Background: an optimization exercise with open tools, aiming at small area, a short achievable clock period and few clock cycles per item. Do not read the settings as production practice. In this exercise RTL edits were held to simulation tests only and were not proved equivalent to the original. Power is estimated from default activity; no workload was simulated.

// rs72_decoder
module rs72_decoder (
    input  wire        clk,
    input  wire        rst,
    input  wire        in_valid,
    output wire        in_ready,
    input  wire [7:0]  in_sym,
    input  wire        in_erase,
    output wire        out_valid,
    input  wire        out_ready,
    output wire        out_fail,
    output wire [2:0]  out_count,
    output wire [27:0] out_pos,
    output wire [31:0] out_mag,
    output wire [3:0]  out_loc
);
Settings: LEC_CHECK=0, CAP_MARGIN=20, CORE_MARGIN=2, CORE_UTILIZATION=40, SLEW_MARGIN=20; clock period 25.0 ns.
standard.sh (not shown) runs the stock make flow with config.mk's settings and CLKGATE_MAP_FILE= SYNTH_SCRIPT=/design/flow/synth_recipe.tcl, a recipe that flattens the netlist after the stock synthesis.
==> flow/flow/run.sh <==
#!/bin/bash
# Standard layout, with port buffers of type buf_4 instead of the default choice.
set -euo pipefail
bash standard.sh "BUFFER_PORTS_ARGS=-buffer_cell sky130_fd_sc_hd__buf_4" finish > standard_flow.log 2>&1
Testbench counts at the start, summed over its fixed seeds: cycles 231,061, words 3,200.
Next try:
==> flow/flow/run.sh (replaced) <==
#!/bin/bash
# Standard layout, with port buffers of type buf_4, and the buffers that
# Yosys/ABC put into the netlist removed at floorplan (repair_design then
# buffers what needs it).
set -euo pipefail
bash standard.sh "BUFFER_PORTS_ARGS=-buffer_cell sky130_fd_sc_hd__buf_4" "REMOVE_ABC_BUFFERS=1" finish > standard_flow.log 2>&1
--- a/flow/config.mk
+++ b/flow/config.mk
@@ -8,4 +8,6 @@
 export CAP_MARGIN = 20
 export CORE_MARGIN = 2
-export CORE_UTILIZATION = 40
+export CORE_UTILIZATION = 60
+export CTS_CLUSTER_DIAMETER = 120
+export CTS_CLUSTER_SIZE = 24
 export SLEW_MARGIN = 20
What happened:
- critical path depth increases by 13
- sequential power rises by about 0.6%
- final cell count drops by 9.1%
- synthesized area does not change
- first-iteration DRC count increases by 17%
- non-clock buffer count falls by 10
- global-route usage rose by 9.1 points
- synthesized cell count stays the same
- die area came out lower by 33%
- cell area shrinks by 5.1%
- via count shrinks by 1.1%
Next try:
==> flow/flow/run.sh (replaced) <==
#!/bin/bash
# Standard layout, with port buffers of type buf_4 instead of the default choice.
set -euo pipefail
bash standard.sh "BUFFER_PORTS_ARGS=-buffer_cell sky130_fd_sc_hd__buf_4" finish > standard_flow.log 2>&1
--- a/flow/config.mk
+++ b/flow/config.mk
@@ -8,5 +8,5 @@
 export CAP_MARGIN = 20
 export CORE_MARGIN = 2
-export CORE_UTILIZATION = 60
+export CORE_UTILIZATION = 75
 export CTS_CLUSTER_DIAMETER = 120
 export CTS_CLUSTER_SIZE = 24
=> The new run went through all stages and came out clean; power came out higher by 4.0%; sequential share of layout area came out higher by 0.20 points; via count came out higher by 5.9%; worst setup slack degrades by 71 ps; fmax came out lower by 1.2%; flip-flop and latch count is unchanged.
Next try:
--- a/flow/config.mk
+++ b/flow/config.mk
@@ -8,5 +8,5 @@
 export CAP_MARGIN = 20
 export CORE_MARGIN = 2
-export CORE_UTILIZATION = 75
+export CORE_UTILIZATION = 40
 export CTS_CLUSTER_DIAMETER = 120
 export CTS_CLUSTER_SIZE = 24
The changed run finished with timing, DRC and antenna clean.
Cell count climbs by 12%.
Routed wire length drops by 0.70%.
Sequential share of layout area drops by 0.86 points.
Synthesized area does not change.
Design area climbs by 2.1%.
Worst setup slack improved by 30 ps.
Count of clock-buffer cells in the layout climbs by 1.
Maximum frequency climbs by 0.50%.
Via count drops by 5.2%.
Global-route usage drops by 20 points.
Hold slack hardly moves.

v28:
rs72_decoder again, from the RTL that the note above started with.
==> flow/config.mk <==
export PLATFORM = sky130hd
export DESIGN_NAME = rs72_decoder
export DESIGN_NICKNAME = rs72_decoder
export VERILOG_FILES = /design/flow/design.v
export SDC_FILE = /design/flow/constraint.sdc
export NUM_CORES = 4
export LEC_CHECK = 0
export CAP_MARGIN = 20
export CORE_MARGIN = 2
export CORE_UTILIZATION = 60
export CTS_CLUSTER_DIAMETER = 120
export CTS_CLUSTER_SIZE = 24
export SLEW_MARGIN = 20
==> flow/constraint.sdc <==
create_clock -name core_clock -period 25.0 [get_ports {clk}]
set_input_delay 5.0000 -clock core_clock [delete_from_list [all_inputs] [get_ports {clk}]]
set_output_delay 5.0000 -clock core_clock [all_outputs]
set_load 0.01 [all_outputs]
==> flow/flow/run.sh <==
#!/bin/bash
# Standard layout, with port buffers of type buf_4 instead of the default choice.
set -euo pipefail
bash standard.sh "BUFFER_PORTS_ARGS=-buffer_cell sky130_fd_sc_hd__buf_4" finish > standard_flow.log 2>&1
v28 finished all stages; the layout is clean.
Testbench counts of v28, summed over its fixed seeds: cycles 231,061, words 3,200.
#### Input delta (v10 over v28)
-- flow/config.mk --
<<< v28, line 11
export CTS_CLUSTER_DIAMETER = 120
export CTS_CLUSTER_SIZE = 24
export SLEW_MARGIN = 20
>>> v10, line 11
export CTS_CLUSTER_DIAMETER = 120
export CTS_CLUSTER_SIZE = 26
export SLEW_MARGIN = 20
Notes after the runs:
Final clock period utilization by the worst path delta (v10 -> v28): insignificant. Changes observed in v10 relative to v28: detailed-router iteration count before antenna repair went down by 4, count of inserted antenna diode cells comparable, layout-stage area growth over the synthesis result down 0.27 points, total power saw a decrease, post-placement cell area comparable.

==> what the ideal ports hide <==
No port has a modelled driver above. Below, the same layouts with a new extraction and two added sets of constraints.
Step 1 sets driving cells, clkbuf_16 on the clock port and buf_2 on the other inputs (assumed; they add their load-dependent delay and slew).
Step 2 adds t to the input delays and takes it off the output delays; t is the mean of the earliest and latest rising clock arrival at the registers after step 1. Input paths then give back, and output paths get back, about the clock's delay inside the block.
Slacks: no drivers / after step 1 / after step 2; pairs: no drivers / after step 1.
run	t (ns)	slack for setup (ns)	worst data-port slew with drivers (ns)
the first run of note 1	0.626	18.887 / 18.828 / 18.969	0.03
the second run of note 1	0.603	18.908 / 18.860 / 18.908	0.04
the third run of note 1	0.607	18.837 / 18.781 / 19.090	0.04
the fourth run of note 1	0.613	18.867 / 18.810 / 18.938	0.04
v28	0.597	18.916 / 18.861 / 18.990	0.04
v10	0.600	18.912 / 18.851 / 19.016	0.04
After both steps every run listed still meets setup and hold.
